Background: an optimization exercise with open tools, aiming at small area, a short achievable clock period and few clock cycles. Do not read the settings as production practice.
In this exercise RTL edits were held to simulation tests only and were not proved equivalent to the original.
Power is estimated from default activity; no workload was simulated.

==> inputs of 12-12 <==
==> flow/design.v <==
module auction_unit (
    input  wire         clk,
    input  wire         rst,
    input  wire         bid_valid,
    output wire         bid_ready,
    input  wire [15:0]  bid_qid,
    input  wire [3:0]   bid_booth,
    input  wire [2:0]   bid_origin,
    input  wire [31:0]  bid_score,
    input  wire [47:0]  bid_item,
    input  wire         cmd_valid,
    output wire         cmd_ready,
    input  wire [1:0]   cmd_op,
    input  wire [15:0]  cmd_qid,
    input  wire [3:0]   cmd_booth,
    input  wire [7:0]   cmd_k,
    input  wire         cmd_mode,
    input  wire         cmd_dir,
    output reg          out_valid,
    input  wire         out_ready,
    output reg          out_last,
    output wire [127:0] out_data,
    output wire         idle,
    output wire         au_heaps,
    output wire [7:0]   au_pool,
    output reg  [15:0]  au_bids,
    output reg  [15:0]  au_dropunk,
    output reg  [15:0]  au_droplate,
    output reg  [15:0]  au_dropfor,
    output reg  [15:0]  au_badbid,
    output reg  [15:0]  au_opens,
    output reg  [15:0]  au_closes,
    output reg  [25:0]  au_lastdrop
);
    localparam NS = 17;          
    localparam OP_OPEN  = 2'd0;
    localparam OP_CLOSE = 2'd1;
    localparam OP_FREE  = 2'd2;
    localparam ST_OK      = 2'd0;
    localparam ST_NOPERM  = 2'd1;
    localparam ST_BADPAR  = 2'd2;
    localparam ST_RESSHRT = 2'd3;
    reg        h_used;       
    reg        h_open;       
    reg [15:0] h_qid;
    reg [3:0]  h_booth;
    reg [4:0]  h_k;          
    reg        h_mode;
    reg        h_dir;
    reg [4:0]  h_n;
    reg        h_full;       
    reg [15:0] h_applied;
    reg [31:0] e_key   [0:NS-1];
    reg        e_negz  [0:NS-1];
    reg [47:0] e_item  [0:NS-1];
    reg [2:0]  e_org   [0:NS-1];
    reg [4:0]  ord     [0:15];   
    reg [15:0] vr;               
    reg [15:0] emp;              
    reg [4:0]  spare;            
    reg [NS-1:0] spare_oh;       
    reg [NS-1:0] w_oh;           
    reg [4:0]  pool;             
    reg        idle_r;
    reg        rdy;
    reg        s_b;              
    reg [15:0] s_qid;
    reg [3:0]  s_booth;
    reg [2:0]  s_org;
    reg [31:0] s_key;            
    reg        s_negz;           
    reg        s_nan;            
    reg [47:0] s_item;
    reg        s_c;              
    reg [1:0]  s_op;
    reg [15:0] s_cqid;
    reg [3:0]  s_cbooth;
    reg [7:0]  s_k;
    reg        s_mode;
    reg        s_dir;
    reg          p_v;            
    reg [NS-1:0] p_lt;           
    reg [NS-1:0] p_t;            
    reg          p_tie;          
    reg          p_rsv;          
    reg          p_ltw;          
    reg [47:0]   p_item;         
    reg [NS-1:0] used;           
    reg [NS-1:0] rsel;           
    reg        listing;
    reg [4:0]  l_left;           
    reg [3:0]  l_pos;            
    reg [82:0] o_data;
    assign bid_ready = rdy;
    assign cmd_ready = rdy;
    assign out_data  = {45'd0, o_data};
    assign idle      = idle_r;
    assign au_heaps  = h_used;
    assign au_pool   = {3'd0, pool};
    wire c_hit = h_used && (h_qid == s_cqid);
    reg  [1:0] c_status;
    always @(*) begin
        if (s_op == 2'd3)
            c_status = ST_BADPAR;
        else if (c_hit && h_booth != s_cbooth)
            c_status = ST_NOPERM;
        else if (s_op == OP_OPEN) begin
            if (s_k == 8'd0 || s_k > 8'd16 || c_hit)
                c_status = ST_BADPAR;
            else if (h_used)
                c_status = ST_RESSHRT;
            else
                c_status = ST_OK;
        end else if (s_op == OP_CLOSE) begin
            if (!c_hit || !h_open)
                c_status = ST_BADPAR;
            else
                c_status = ST_OK;
        end else
            c_status = ST_OK;
    end
    wire out_free  = !out_valid || out_ready;
    wire c_exec    = s_c && !s_b && !p_v && !listing && out_free;
    wire c_ok      = (c_status == ST_OK);
    wire do_open   = c_exec && c_ok && (s_op == OP_OPEN);
    wire do_close  = c_exec && c_ok && (s_op == OP_CLOSE);
    wire do_free   = c_exec && c_ok && (s_op == OP_FREE) && c_hit;
    wire open_ok = s_c && c_ok && (s_op == OP_OPEN);
    wire nx_mode = open_ok ? s_mode : h_mode;
    wire nx_dir  = open_ok ? s_dir  : h_dir;
    wire in_z    = (bid_score[30:0] == 31'd0);
    wire in_flip = !nx_mode && bid_score[31] && !in_z;      
    wire in_inv  = in_flip ^ !nx_dir;
    wire in_top  = nx_mode ? !bid_score[31] : (!bid_score[31] || in_z);
    wire [31:0] in_key = {in_top ^ !nx_dir, bid_score[30:0] ^ {31{in_inv}}};
    function [31:0] raw_of;
        input [31:0] key;
        input        negz;
        input        mode;
        input        dir;
        reg   [31:0] o;
        begin
            o = dir ? key : ~key;
            if (mode)
                raw_of = {!o[31], o[30:0]};
            else if (negz)
                raw_of = 32'h8000_0000;
            else if (o[31])
                raw_of = {1'b0, o[30:0]};
            else
                raw_of = ~o;
        end
    endfunction
    function [1:0] cmp32;
        input [31:0] a;
        input [31:0] b;
        reg   [31:0] l;
        reg   [31:0] e;
        integer i, w;
        begin
            l = ~a & b;
            e = ~(a ^ b);
            for (w = 32; w > 1; w = w / 2) begin
                for (i = 0; i < w / 2; i = i + 1) begin
                    l[i] = l[2*i+1] | (e[2*i+1] & l[2*i]);
                    e[i] = e[2*i+1] & e[2*i];
                end
            end
            cmp32 = {l[0], e[0]};
        end
    endfunction
    function lt48;
        input [47:0] a;
        input [47:0] b;
        reg   [47:0] l;
        reg   [47:0] e;
        integer i, w;
        begin
            l = ~a & b;
            e = ~(a ^ b);
            for (w = 48; w > 1; w = (w + 1) / 2) begin
                for (i = 0; i < w / 2; i = i + 1) begin
                    l[i] = l[2*i+1] | (e[2*i+1] & l[2*i]);
                    e[i] = e[2*i+1] & e[2*i];
                end
                if (w % 2) begin
                    l[w/2] = l[w-1];
                    e[w/2] = e[w-1];
                end
            end
            lt48 = l[0];
        end
    endfunction
    function [NS-1:0] low1;
        input [NS-1:0] m;
        begin
            low1 = m & (~m + 1'b1);
        end
    endfunction
    function [NS-1:0] onehot;
        input [4:0] s;
        begin
            onehot = {{(NS-1){1'b0}}, 1'b1} << s;
        end
    endfunction
    reg [NS-1:0] k_lt;           
    reg [NS-1:0] k_eq;           
    integer i;
    always @(*) begin
        for (i = 0; i < NS; i = i + 1)
            {k_lt[i], k_eq[i]} = cmp32(s_key, e_key[i]);
    end
    wire b_hit = h_used && (h_qid == s_qid);
    reg  [2:0] drop;
    always @(*) begin
        if (!b_hit)
            drop = 3'd1;
        else if (!h_open)
            drop = 3'd2;
        else if (s_booth != h_booth)
            drop = 3'd3;
        else if (!h_mode && s_nan)
            drop = 3'd4;
        else
            drop = 3'd0;
    end
    reg [31:0] r_key;
    reg        r_negz;
    reg [47:0] r_item;
    reg [2:0]  r_org;
    always @(*) begin
        r_key  = 32'd0;
        r_negz = 1'b0;
        r_item = 48'd0;
        r_org  = 3'd0;
        for (i = 0; i < NS; i = i + 1) begin
            r_key  = r_key  | (e_key[i]  & {32{rsel[i]}});
            r_negz = r_negz | (e_negz[i] & rsel[i]);
            r_item = r_item | (e_item[i] & {48{rsel[i]}});
            r_org  = r_org  | (e_org[i]  & {3{rsel[i]}});
        end
    end
    wire p_res  = p_v && p_tie;           
    wire p_dec  = p_v && !p_tie;          
    wire adv    = !p_res;                 
    wire b_go   = s_b && adv;
    wire apply  = b_go && (drop == 3'd0);
    wire r_lt   = lt48(p_item, r_item);   
    wire r_do   = p_res && p_rsv;         
    reg [15:0] ahead_r;
    always @(*) begin
        for (i = 0; i < 16; i = i + 1)
            ahead_r[i] = vr[i] && (emp[i] || p_lt[ord[i]]);
    end
    wire       insert   = p_dec && (!h_full || p_ltw);
    wire [4:0]    nx_spare    = !insert ? spare    : h_full ? ord[15] : spare + 5'd1;
    wire [NS-1:0] nx_spare_oh = !insert ? spare_oh : h_full ? w_oh    : {spare_oh[NS-2:0], 1'b0};
    wire [NS-1:0] nx_w_oh     = !insert ? w_oh : ahead_r[14] ? onehot(ord[14]) : spare_oh;
    wire [NS-1:0] nx_used     = (used | (insert ? spare_oh : {NS{1'b0}})) &
                                ~((insert && h_full) ? w_oh : {NS{1'b0}});
    wire [NS-1:0] b_t   = k_eq & nx_used;
    wire [NS-1:0] p_t_r = p_t & ~rsel;    
    always @(posedge clk) begin
        for (i = 0; i < NS; i = i + 1) begin
            if (adv && nx_spare_oh[i]) begin
                e_key[i]  <= s_key;
                e_negz[i] <= s_negz;
                e_item[i] <= s_item;
                e_org[i]  <= s_org;
            end
        end
    end
    always @(posedge clk) begin
        for (i = 0; i < 16; i = i + 1) begin
            if (insert && ahead_r[i]) begin
                if (i == 0 || !ahead_r[i-1])
                    ord[i] <= spare;
                else
                    ord[i] <= ord[i-1];
            end
        end
    end
    function [15:0] sat_inc;
        input [15:0] c;
        begin
            sat_inc = (c == 16'hFFFF) ? c : c + 16'd1;
        end
    endfunction
    wire l_step = listing && out_free;
    wire acc_b = bid_valid && rdy;
    wire acc_c = cmd_valid && rdy;
    wire nx_sb      = acc_b || (s_b && !adv);
    wire nx_sc      = acc_c || (s_c && !c_exec);
    wire nx_pv      = apply || p_res;
    wire nx_ptie    = p_res ? (!p_rsv || p_t_r != 0) : (apply && b_t != 0);
    wire nx_listing = listing ? !(l_step && l_left == 5'd1)
                              : (do_close && h_n != 5'd0);
    wire nx_ovalid  = c_exec || l_step || (out_valid && !out_ready);
    always @(posedge clk) begin
        if (rst) begin
            rdy         <= 1'b1;
            idle_r      <= 1'b1;
            s_b         <= 1'b0;
            s_c         <= 1'b0;
            p_v         <= 1'b0;
            listing     <= 1'b0;
            out_valid   <= 1'b0;
            h_used      <= 1'b0;
            pool        <= 5'd0;
            au_bids     <= 16'd0;
            au_dropunk  <= 16'd0;
            au_droplate <= 16'd0;
            au_dropfor  <= 16'd0;
            au_badbid   <= 16'd0;
            au_opens    <= 16'd0;
            au_closes   <= 16'd0;
            au_lastdrop <= 26'd0;
        end else begin
            rdy       <= (!nx_sb || !(nx_pv && nx_ptie)) &&
                         (!nx_sc || (!nx_sb && !nx_pv && !nx_listing && !nx_ovalid));
            idle_r    <= !nx_sb && !nx_sc && !nx_pv && !nx_listing && !nx_ovalid;
            s_b       <= nx_sb;
            s_c       <= nx_sc;
            p_v       <= nx_pv;
            listing   <= nx_listing;
            out_valid <= nx_ovalid;
            if (b_go) begin
                if (drop == 3'd0)
                    au_bids <= sat_inc(au_bids);
                else begin
                    au_lastdrop <= {drop, s_booth, s_org, s_qid};
                    case (drop)
                        3'd1: au_dropunk  <= sat_inc(au_dropunk);
                        3'd2: au_droplate <= sat_inc(au_droplate);
                        3'd3: au_dropfor  <= sat_inc(au_dropfor);
                        default: au_badbid <= sat_inc(au_badbid);
                    endcase
                end
            end
            if (do_open) begin
                h_used   <= 1'b1;
                pool     <= s_k[4:0];
                au_opens <= sat_inc(au_opens);
            end
            if (do_close) begin
                pool      <= 5'd0;
                au_closes <= sat_inc(au_closes);
            end
            if (do_free) begin
                h_used <= 1'b0;
                pool   <= 5'd0;
            end
        end
    end
    always @(posedge clk) begin
        if (rdy) begin
            s_qid   <= bid_qid;
            s_booth <= bid_booth;
            s_org   <= bid_origin;
            s_key   <= in_key;
            s_negz  <= bid_score[31] && in_z;
            s_nan   <= (bid_score[30:23] == 8'hFF) && (bid_score[22:0] != 23'd0);
            s_item  <= bid_item;
            s_op     <= cmd_op;
            s_cqid   <= cmd_qid;
            s_cbooth <= cmd_booth;
            s_k      <= cmd_k;
            s_mode   <= cmd_mode;
            s_dir    <= cmd_dir;
        end
        if (p_res) begin
            p_rsv <= 1'b1;
            if (p_rsv) begin
                p_lt  <= p_lt | (rsel & {NS{r_lt}});
                p_ltw <= p_ltw | ((rsel & w_oh) != 0 && r_lt);
                p_t   <= p_t_r;
            end
        end else begin
            p_lt   <= k_lt;
            p_ltw  <= (k_lt & nx_w_oh) != 0;
            p_t    <= b_t;
            p_rsv  <= 1'b0;
            p_item <= s_item;
        end
        p_tie <= nx_ptie;
        if (p_res)
            rsel <= low1(p_rsv ? p_t_r : p_t);
        else if (do_close || l_step)
            rsel <= onehot(ord[do_close ? 4'd0 - h_k[3:0] : l_pos + 4'd1]);
        if (do_close)
            l_pos <= 4'd0 - h_k[3:0];
        else if (l_step)
            l_pos <= l_pos + 4'd1;
        spare    <= do_open ? 5'd0 : nx_spare;
        spare_oh <= do_open ? {{(NS-1){1'b0}}, 1'b1} : nx_spare_oh;
        w_oh     <= nx_w_oh;
        used     <= do_open ? {NS{1'b0}} : nx_used;
        if (apply)
            h_applied <= sat_inc(h_applied);
        if (p_dec && !h_full) begin
            h_n    <= h_n + 5'd1;
            h_full <= (h_n + 5'd1 == h_k);
            emp    <= {emp[14:0], 1'b0};
        end
        if (do_open) begin
            h_open    <= 1'b1;
            h_qid     <= s_cqid;
            h_booth   <= s_cbooth;
            h_k       <= s_k[4:0];
            h_mode    <= s_mode;
            h_dir     <= s_dir;
            h_n       <= 5'd0;
            h_full    <= 1'b0;
            h_applied <= 16'd0;
            for (i = 0; i < 16; i = i + 1) begin
                vr[i]  <= (i + s_k[4:0] >= 16);
                emp[i] <= (i + s_k[4:0] >= 16);
            end
        end
        if (do_close)
            h_open <= 1'b0;
        if (c_exec) begin
            o_data          <= 83'd0;
            o_data[15:0]    <= s_cqid;
            o_data[17:16]   <= c_status;
            out_last        <= 1'b1;
            if (do_close) begin
                o_data[28:24]   <= h_k;
                o_data[36:32]   <= h_n;
                o_data[40]      <= h_mode;
                o_data[41]      <= h_dir;
                o_data[79:64]   <= h_applied;
                out_last        <= (h_n == 5'd0);
                l_left          <= h_n;
            end
        end else if (l_step) begin
            o_data   <= {r_org, r_item, raw_of(r_key, r_negz, h_mode, h_dir)};
            out_last <= (l_left == 5'd1);
            l_left   <= l_left - 5'd1;
        end
    end
endmodule
==> flow/flow/run.sh <==
#!/bin/bash
set -euo pipefail
bash standard.sh SETUP_SLACK_MARGIN=6.6 finish > standard_flow.log 2>&1
==> flow/standard.sh <==
#!/bin/bash
# synth_recipe.tcl (not shown) runs the flow's synth.tcl, then flattens the netlist and writes it again
# the make line also repeats each setting of config.mk as NAME=value (left out here)
make -C /OpenROAD-flow-scripts/flow DESIGN_CONFIG=/design/flow/config.mk WORK_HOME=/design/flow/orfs CLKGATE_MAP_FILE= SYNTH_SCRIPT=/design/flow/synth_recipe.tcl "${@:-finish}"
==> flow/config.mk <==
export PLATFORM = sky130hd
export DESIGN_NAME = auction_unit
export DESIGN_NICKNAME = auction_unit
export VERILOG_FILES = /design/flow/design.v
export SDC_FILE = /design/flow/constraint.sdc
export NUM_CORES = 4
export LEC_CHECK = 0
export ABC_CLOCK_PERIOD_IN_PS = 3500
export CAP_MARGIN = 20
export CORE_MARGIN = 2
export CORE_UTILIZATION = 45
export PLACE_DENSITY = 0.6
export SETUP_SLACK_MARGIN = 5
export SLEW_MARGIN = 20
==> flow/constraint.sdc <==
create_clock -name core_clock -period 10.0 [get_ports {clk}]
set_input_delay 2.0000 -clock core_clock [delete_from_list [all_inputs] [get_ports {clk}]]
set_output_delay 2.0000 -clock core_clock [all_outputs]
set_load 0.01 [all_outputs]
==> 01-18: changes against 12-12 <==
--- a/flow/design.v
+++ b/flow/design.v
@@ -63,6 +63,8 @@
     reg [4:0]  pool;             
     reg        idle_r;
     reg        rdy;
+    reg        ld_b;             
+    reg        ld_c;             
     reg        s_b;              
     reg [15:0] s_qid;
     reg [3:0]  s_booth;
@@ -83,8 +85,10 @@
     reg [NS-1:0] p_t;            
     reg          p_tie;          
     reg          p_rsv;          
+    reg          p_hv;           
+    reg [3:0]    t_l, t_e;       
     reg          p_ltw;          
-    reg [47:0]   p_item;         
+    reg [55:0]   p_rest;         
     reg [NS-1:0] used;           
     reg [NS-1:0] rsel;           
     reg        listing;
@@ -129,10 +133,12 @@
     wire nx_mode = open_ok ? s_mode : h_mode;
     wire nx_dir  = open_ok ? s_dir  : h_dir;
     wire in_z    = (bid_score[30:0] == 31'd0);
-    wire in_flip = !nx_mode && bid_score[31] && !in_z;      
-    wire in_inv  = in_flip ^ !nx_dir;
+    wire in_neg  = !nx_mode && bid_score[31];                
+    wire in_inv  = in_neg ^ !nx_dir;
+    wire in_nz   = in_neg && in_z;                           
     wire in_top  = nx_mode ? !bid_score[31] : (!bid_score[31] || in_z);
-    wire [31:0] in_key = {in_top ^ !nx_dir, bid_score[30:0] ^ {31{in_inv}}};
+    wire [30:0] in_low = bid_score[30:0] ^ {31{in_inv}};
+    wire [31:0] in_key = {in_top ^ !nx_dir, in_low ^ {31{in_nz}}};
     function [31:0] raw_of;
         input [31:0] key;
         input        negz;
@@ -151,34 +157,38 @@
                 raw_of = ~o;
         end
     endfunction
-    function [1:0] cmp32;
-        input [31:0] a;
-        input [31:0] b;
-        reg   [31:0] l;
-        reg   [31:0] e;
+    function [1:0] cmp24;
+        input [23:0] a;
+        input [23:0] b;
+        reg   [23:0] l;
+        reg   [23:0] e;
         integer i, w;
         begin
             l = ~a & b;
             e = ~(a ^ b);
-            for (w = 32; w > 1; w = w / 2) begin
+            for (w = 24; w > 1; w = (w + 1) / 2) begin
                 for (i = 0; i < w / 2; i = i + 1) begin
                     l[i] = l[2*i+1] | (e[2*i+1] & l[2*i]);
                     e[i] = e[2*i+1] & e[2*i];
                 end
+                if (w % 2) begin
+                    l[w/2] = l[w-1];
+                    e[w/2] = e[w-1];
+                end
             end
-            cmp32 = {l[0], e[0]};
+            cmp24 = {l[0], e[0]};
         end
     endfunction
-    function lt48;
-        input [47:0] a;
-        input [47:0] b;
-        reg   [47:0] l;
-        reg   [47:0] e;
+    function [1:0] cmp14;
+        input [13:0] a;
+        input [13:0] b;
+        reg   [13:0] l;
+        reg   [13:0] e;
         integer i, w;
         begin
             l = ~a & b;
             e = ~(a ^ b);
-            for (w = 48; w > 1; w = (w + 1) / 2) begin
+            for (w = 14; w > 1; w = (w + 1) / 2) begin
                 for (i = 0; i < w / 2; i = i + 1) begin
                     l[i] = l[2*i+1] | (e[2*i+1] & l[2*i]);
                     e[i] = e[2*i+1] & e[2*i];
@@ -188,7 +198,7 @@
                     e[w/2] = e[w-1];
                 end
             end
-            lt48 = l[0];
+            cmp14 = {l[0], e[0]};
         end
     endfunction
     function [NS-1:0] low1;
@@ -208,7 +218,7 @@
     integer i;
     always @(*) begin
         for (i = 0; i < NS; i = i + 1)
-            {k_lt[i], k_eq[i]} = cmp32(s_key, e_key[i]);
+            {k_lt[i], k_eq[i]} = cmp24(s_key[31:8], e_key[i][31:8]);
     end
     wire b_hit = h_used && (h_qid == s_qid);
     reg  [2:0] drop;
@@ -245,8 +255,14 @@
     wire adv    = !p_res;                 
     wire b_go   = s_b && adv;
     wire apply  = b_go && (drop == 3'd0);
-    wire r_lt   = lt48(p_item, r_item);   
-    wire r_do   = p_res && p_rsv;         
+    wire [55:0] r_rest = {r_key[7:0], r_item};
+    reg  [3:0] r_ql, r_qe;
+    always @(*) begin
+        for (i = 0; i < 4; i = i + 1)
+            {r_ql[i], r_qe[i]} = cmp14(p_rest[14*i +: 14], r_rest[14*i +: 14]);
+    end
+    wire r_lt   = t_l[3] || (t_e[3] && (t_l[2] || (t_e[2] && (t_l[1] || (t_e[1] && t_l[0])))));
+    wire r_done = p_res && p_rsv && p_hv;    
     reg [15:0] ahead_r;
     always @(*) begin
         for (i = 0; i < 16; i = i + 1)
@@ -292,13 +308,15 @@
     wire nx_sb      = acc_b || (s_b && !adv);
     wire nx_sc      = acc_c || (s_c && !c_exec);
     wire nx_pv      = apply || p_res;
-    wire nx_ptie    = p_res ? (!p_rsv || p_t_r != 0) : (apply && b_t != 0);
+    wire nx_ptie    = p_res ? (!r_done || p_t_r != 0) : (apply && b_t != 0);
     wire nx_listing = listing ? !(l_step && l_left == 5'd1)
                               : (do_close && h_n != 5'd0);
     wire nx_ovalid  = c_exec || l_step || (out_valid && !out_ready);
     always @(posedge clk) begin
         if (rst) begin
             rdy         <= 1'b1;
+            ld_b        <= 1'b1;
+            ld_c        <= 1'b1;
             idle_r      <= 1'b1;
             s_b         <= 1'b0;
             s_c         <= 1'b0;
@@ -318,6 +336,8 @@
         end else begin
             rdy       <= (!nx_sb || !(nx_pv && nx_ptie)) &&
                          (!nx_sc || (!nx_sb && !nx_pv && !nx_listing && !nx_ovalid));
+            ld_b      <= !nx_sb || !(nx_pv && nx_ptie);
+            ld_c      <= !nx_sc || (!nx_sb && !nx_pv && !nx_listing && !nx_ovalid);
             idle_r    <= !nx_sb && !nx_sc && !nx_pv && !nx_listing && !nx_ovalid;
             s_b       <= nx_sb;
             s_c       <= nx_sc;
@@ -353,7 +373,7 @@
         end
     end
     always @(posedge clk) begin
-        if (rdy) begin
+        if (ld_b) begin
             s_qid   <= bid_qid;
             s_booth <= bid_booth;
             s_org   <= bid_origin;
@@ -361,6 +381,8 @@
             s_negz  <= bid_score[31] && in_z;
             s_nan   <= (bid_score[30:23] == 8'hFF) && (bid_score[22:0] != 23'd0);
             s_item  <= bid_item;
+        end
+        if (ld_c) begin
             s_op     <= cmd_op;
             s_cqid   <= cmd_qid;
             s_cbooth <= cmd_booth;
@@ -370,7 +392,10 @@
         end
         if (p_res) begin
             p_rsv <= 1'b1;
-            if (p_rsv) begin
+            p_hv  <= p_rsv && !p_hv;
+            t_l   <= r_ql;
+            t_e   <= r_qe;
+            if (r_done) begin
                 p_lt  <= p_lt | (rsel & {NS{r_lt}});
                 p_ltw <= p_ltw | ((rsel & w_oh) != 0 && r_lt);
                 p_t   <= p_t_r;
@@ -380,10 +405,10 @@
             p_ltw  <= (k_lt & nx_w_oh) != 0;
             p_t    <= b_t;
             p_rsv  <= 1'b0;
-            p_item <= s_item;
+            p_rest <= {s_key[7:0], s_item};
         end
         p_tie <= nx_ptie;
-        if (p_res)
+        if (p_res && (!p_rsv || p_hv))
             rsel <= low1(p_rsv ? p_t_r : p_t);
         else if (do_close || l_step)
             rsel <= onehot(ord[do_close ? 4'd0 - h_k[3:0] : l_pos + 4'd1]);
==> flow/flow/run.sh (replaced) <==
#!/bin/bash
set -euo pipefail
bash standard.sh SETUP_SLACK_MARGIN=6.4 finish > standard_flow.log 2>&1
--- a/flow/config.mk
+++ b/flow/config.mk
@@ -8,7 +8,9 @@
 export ABC_CLOCK_PERIOD_IN_PS = 3500
 export CAP_MARGIN = 20
 export CORE_MARGIN = 2
-export CORE_UTILIZATION = 45
-export PLACE_DENSITY = 0.6
+export CORE_UTILIZATION = 55
+export CTS_CLUSTER_DIAMETER = 60
+export CTS_CLUSTER_SIZE = 30
+export PLACE_DENSITY = 0.68
 export SETUP_SLACK_MARGIN = 5
 export SLEW_MARGIN = 20
==> 03-24: changes against 12-12 <==
--- a/flow/design.v
+++ b/flow/design.v
@@ -63,6 +63,8 @@
     reg [4:0]  pool;             
     reg        idle_r;
     reg        rdy;
+    reg        ld_b;             
+    reg        ld_c;             
     reg        s_b;              
     reg [15:0] s_qid;
     reg [3:0]  s_booth;
@@ -83,6 +85,8 @@
     reg [NS-1:0] p_t;            
     reg          p_tie;          
     reg          p_rsv;          
+    reg          p_hv;           
+    reg          t_lh, t_eh, t_ll;   
     reg          p_ltw;          
     reg [47:0]   p_item;         
     reg [NS-1:0] used;           
@@ -169,16 +173,16 @@
             cmp32 = {l[0], e[0]};
         end
     endfunction
-    function lt48;
-        input [47:0] a;
-        input [47:0] b;
-        reg   [47:0] l;
-        reg   [47:0] e;
+    function [1:0] cmp24;
+        input [23:0] a;
+        input [23:0] b;
+        reg   [23:0] l;
+        reg   [23:0] e;
         integer i, w;
         begin
             l = ~a & b;
             e = ~(a ^ b);
-            for (w = 48; w > 1; w = (w + 1) / 2) begin
+            for (w = 24; w > 1; w = (w + 1) / 2) begin
                 for (i = 0; i < w / 2; i = i + 1) begin
                     l[i] = l[2*i+1] | (e[2*i+1] & l[2*i]);
                     e[i] = e[2*i+1] & e[2*i];
@@ -188,7 +192,7 @@
                     e[w/2] = e[w-1];
                 end
             end
-            lt48 = l[0];
+            cmp24 = {l[0], e[0]};
         end
     endfunction
     function [NS-1:0] low1;
@@ -245,8 +249,10 @@
     wire adv    = !p_res;                 
     wire b_go   = s_b && adv;
     wire apply  = b_go && (drop == 3'd0);
-    wire r_lt   = lt48(p_item, r_item);   
-    wire r_do   = p_res && p_rsv;         
+    wire [1:0] r_hi = cmp24(p_item[47:24], r_item[47:24]);
+    wire [1:0] r_lo = cmp24(p_item[23:0],  r_item[23:0]);
+    wire r_lt   = t_lh || (t_eh && t_ll);    
+    wire r_done = p_res && p_rsv && p_hv;    
     reg [15:0] ahead_r;
     always @(*) begin
         for (i = 0; i < 16; i = i + 1)
@@ -292,13 +298,15 @@
     wire nx_sb      = acc_b || (s_b && !adv);
     wire nx_sc      = acc_c || (s_c && !c_exec);
     wire nx_pv      = apply || p_res;
-    wire nx_ptie    = p_res ? (!p_rsv || p_t_r != 0) : (apply && b_t != 0);
+    wire nx_ptie    = p_res ? (!r_done || p_t_r != 0) : (apply && b_t != 0);
     wire nx_listing = listing ? !(l_step && l_left == 5'd1)
                               : (do_close && h_n != 5'd0);
     wire nx_ovalid  = c_exec || l_step || (out_valid && !out_ready);
     always @(posedge clk) begin
         if (rst) begin
             rdy         <= 1'b1;
+            ld_b        <= 1'b1;
+            ld_c        <= 1'b1;
             idle_r      <= 1'b1;
             s_b         <= 1'b0;
             s_c         <= 1'b0;
@@ -318,6 +326,8 @@
         end else begin
             rdy       <= (!nx_sb || !(nx_pv && nx_ptie)) &&
                          (!nx_sc || (!nx_sb && !nx_pv && !nx_listing && !nx_ovalid));
+            ld_b      <= !nx_sb || !(nx_pv && nx_ptie);
+            ld_c      <= !nx_sc || (!nx_sb && !nx_pv && !nx_listing && !nx_ovalid);
             idle_r    <= !nx_sb && !nx_sc && !nx_pv && !nx_listing && !nx_ovalid;
             s_b       <= nx_sb;
             s_c       <= nx_sc;
@@ -353,7 +363,7 @@
         end
     end
     always @(posedge clk) begin
-        if (rdy) begin
+        if (ld_b) begin
             s_qid   <= bid_qid;
             s_booth <= bid_booth;
             s_org   <= bid_origin;
@@ -361,6 +371,8 @@
             s_negz  <= bid_score[31] && in_z;
             s_nan   <= (bid_score[30:23] == 8'hFF) && (bid_score[22:0] != 23'd0);
             s_item  <= bid_item;
+        end
+        if (ld_c) begin
             s_op     <= cmd_op;
             s_cqid   <= cmd_qid;
             s_cbooth <= cmd_booth;
@@ -370,7 +382,10 @@
         end
         if (p_res) begin
             p_rsv <= 1'b1;
-            if (p_rsv) begin
+            p_hv  <= p_rsv && !p_hv;
+            {t_lh, t_eh} <= r_hi;
+            t_ll  <= r_lo[1];
+            if (r_done) begin
                 p_lt  <= p_lt | (rsel & {NS{r_lt}});
                 p_ltw <= p_ltw | ((rsel & w_oh) != 0 && r_lt);
                 p_t   <= p_t_r;
@@ -383,7 +398,7 @@
             p_item <= s_item;
         end
         p_tie <= nx_ptie;
-        if (p_res)
+        if (p_res && (!p_rsv || p_hv))
             rsel <= low1(p_rsv ? p_t_r : p_t);
         else if (do_close || l_step)
             rsel <= onehot(ord[do_close ? 4'd0 - h_k[3:0] : l_pos + 4'd1]);
==> flow/flow/run.sh (replaced) <==
#!/bin/bash
set -euo pipefail
bash standard.sh SETUP_SLACK_MARGIN=6.4 finish > standard_flow.log 2>&1
--- a/flow/config.mk
+++ b/flow/config.mk
@@ -8,7 +8,9 @@
 export ABC_CLOCK_PERIOD_IN_PS = 3500
 export CAP_MARGIN = 20
 export CORE_MARGIN = 2
-export CORE_UTILIZATION = 45
-export PLACE_DENSITY = 0.6
+export CORE_UTILIZATION = 55
+export CTS_CLUSTER_DIAMETER = 60
+export CTS_CLUSTER_SIZE = 30
+export PLACE_DENSITY = 0.68
 export SETUP_SLACK_MARGIN = 5
 export SLEW_MARGIN = 20
==> notes <==
03-24 completed without violations. 12-12 finished clean. 01-18 passed the timing, DRC and antenna checks. Worst hold slack: 12-12 > 01-18 > 03-24. The highest core utilization belongs to 03-24, the lowest to 12-12. Against 01-18, the sequential power of 12-12 is higher by about 20%. Global-route usage, highest first: 03-24, 01-18, 12-12. Sequential cell count: 01-18 > 03-24 > 12-12. Clock skew: 01-18 is lower than 12-12 (0.052 ns). Final cell count: 01-18 < 03-24 < 12-12.
==> figures <==
Post-CTS repair timing setup buffer count: 12-12 375; 01-18 147; 03-24 156
Status: 12-12 finished clean; 01-18 finished clean; 03-24 finished clean
Fraction of area in registers: 12-12 51.59%; 01-18 55.86%; 03-24 53.69%
DIE WIDTH: 12-12 467.7 um; 01-18 419.7 um; 03-24 424.6 um
Power spent charging and discharging nets: 12-12 8.961 mW; 01-18 5.550 mW; 03-24 5.316 mW
Part of the Yosys area used for sequential elements: 12-12 63.12%; 01-18 64.99%; 03-24 63.10%
All-layer global routing usage: 12-12 33.94%; 01-18 37.84%; 03-24 39.40%
Fraction of area in clock buffers and inverters: 12-12 6.387%; 01-18 4.655%; 03-24 4.450%
Hold path endpoint: 12-12 pool[0]; 01-18 pool[2]; 03-24 o_data[31]
Clock-pin transition on the worst setup and hold timing paths: 12-12 0.06 ns; 01-18 0.08 ns; 03-24 0.08 ns
Number of CTS-inserted buffers: 12-12 221; 01-18 144; 03-24 145
Final Worst Setup Slack: 12-12 5.966 ns; 01-18 6.167 ns; 03-24 6.089 ns
FF-to-FF path depth: 12-12 17; 01-18 12; 03-24 15
Setup crit start kind: 12-12 register; 01-18 register; 03-24 primary input
Syn Inst Count: 12-12 7,144; 01-18 6,909; 03-24 7,227
Testbench counts of 12-12, summed over its fixed seeds: cycles 15,788.
Testbench counts of 01-18, summed over its fixed seeds: cycles 15,788.
Testbench counts of 03-24, summed over its fixed seeds: cycles 15,788.

## static timing again, ports no longer ideal
Ports are ideal in the flow. The routed layouts listed here were re-timed in OpenROAD. Step 1 sets driving cells, clkbuf_16 on the clock port and buf_2 on the other inputs (assumed; they add their load-dependent delay and slew). Step 2 also shifts input and output timing later by t, the mid clock arrival at the registers, as if the neighbouring blocks saw the same clock. a / b / c = ideal ports / drivers / drivers and shift; a / b = the first two.
run	t, ns	slack for setup (ns)	hold slack, ns	worst data-port slew with drivers (ns)
12-12	0.970	5.966 / 5.966 / 5.347	0.460 / 0.460 / 0.460	0.14
01-18	0.927	6.167 / 6.167 / 5.500	0.459 / 0.459 / 0.459	0.13
03-24	0.942	6.089 / 6.144 / 5.202	0.444 / 0.444 / 0.444	0.18
After both steps every run listed still meets setup and hold. The setup slack of 03-24, which loses most, moves by +0.055 ns with the drivers and by -0.887 ns with both steps.
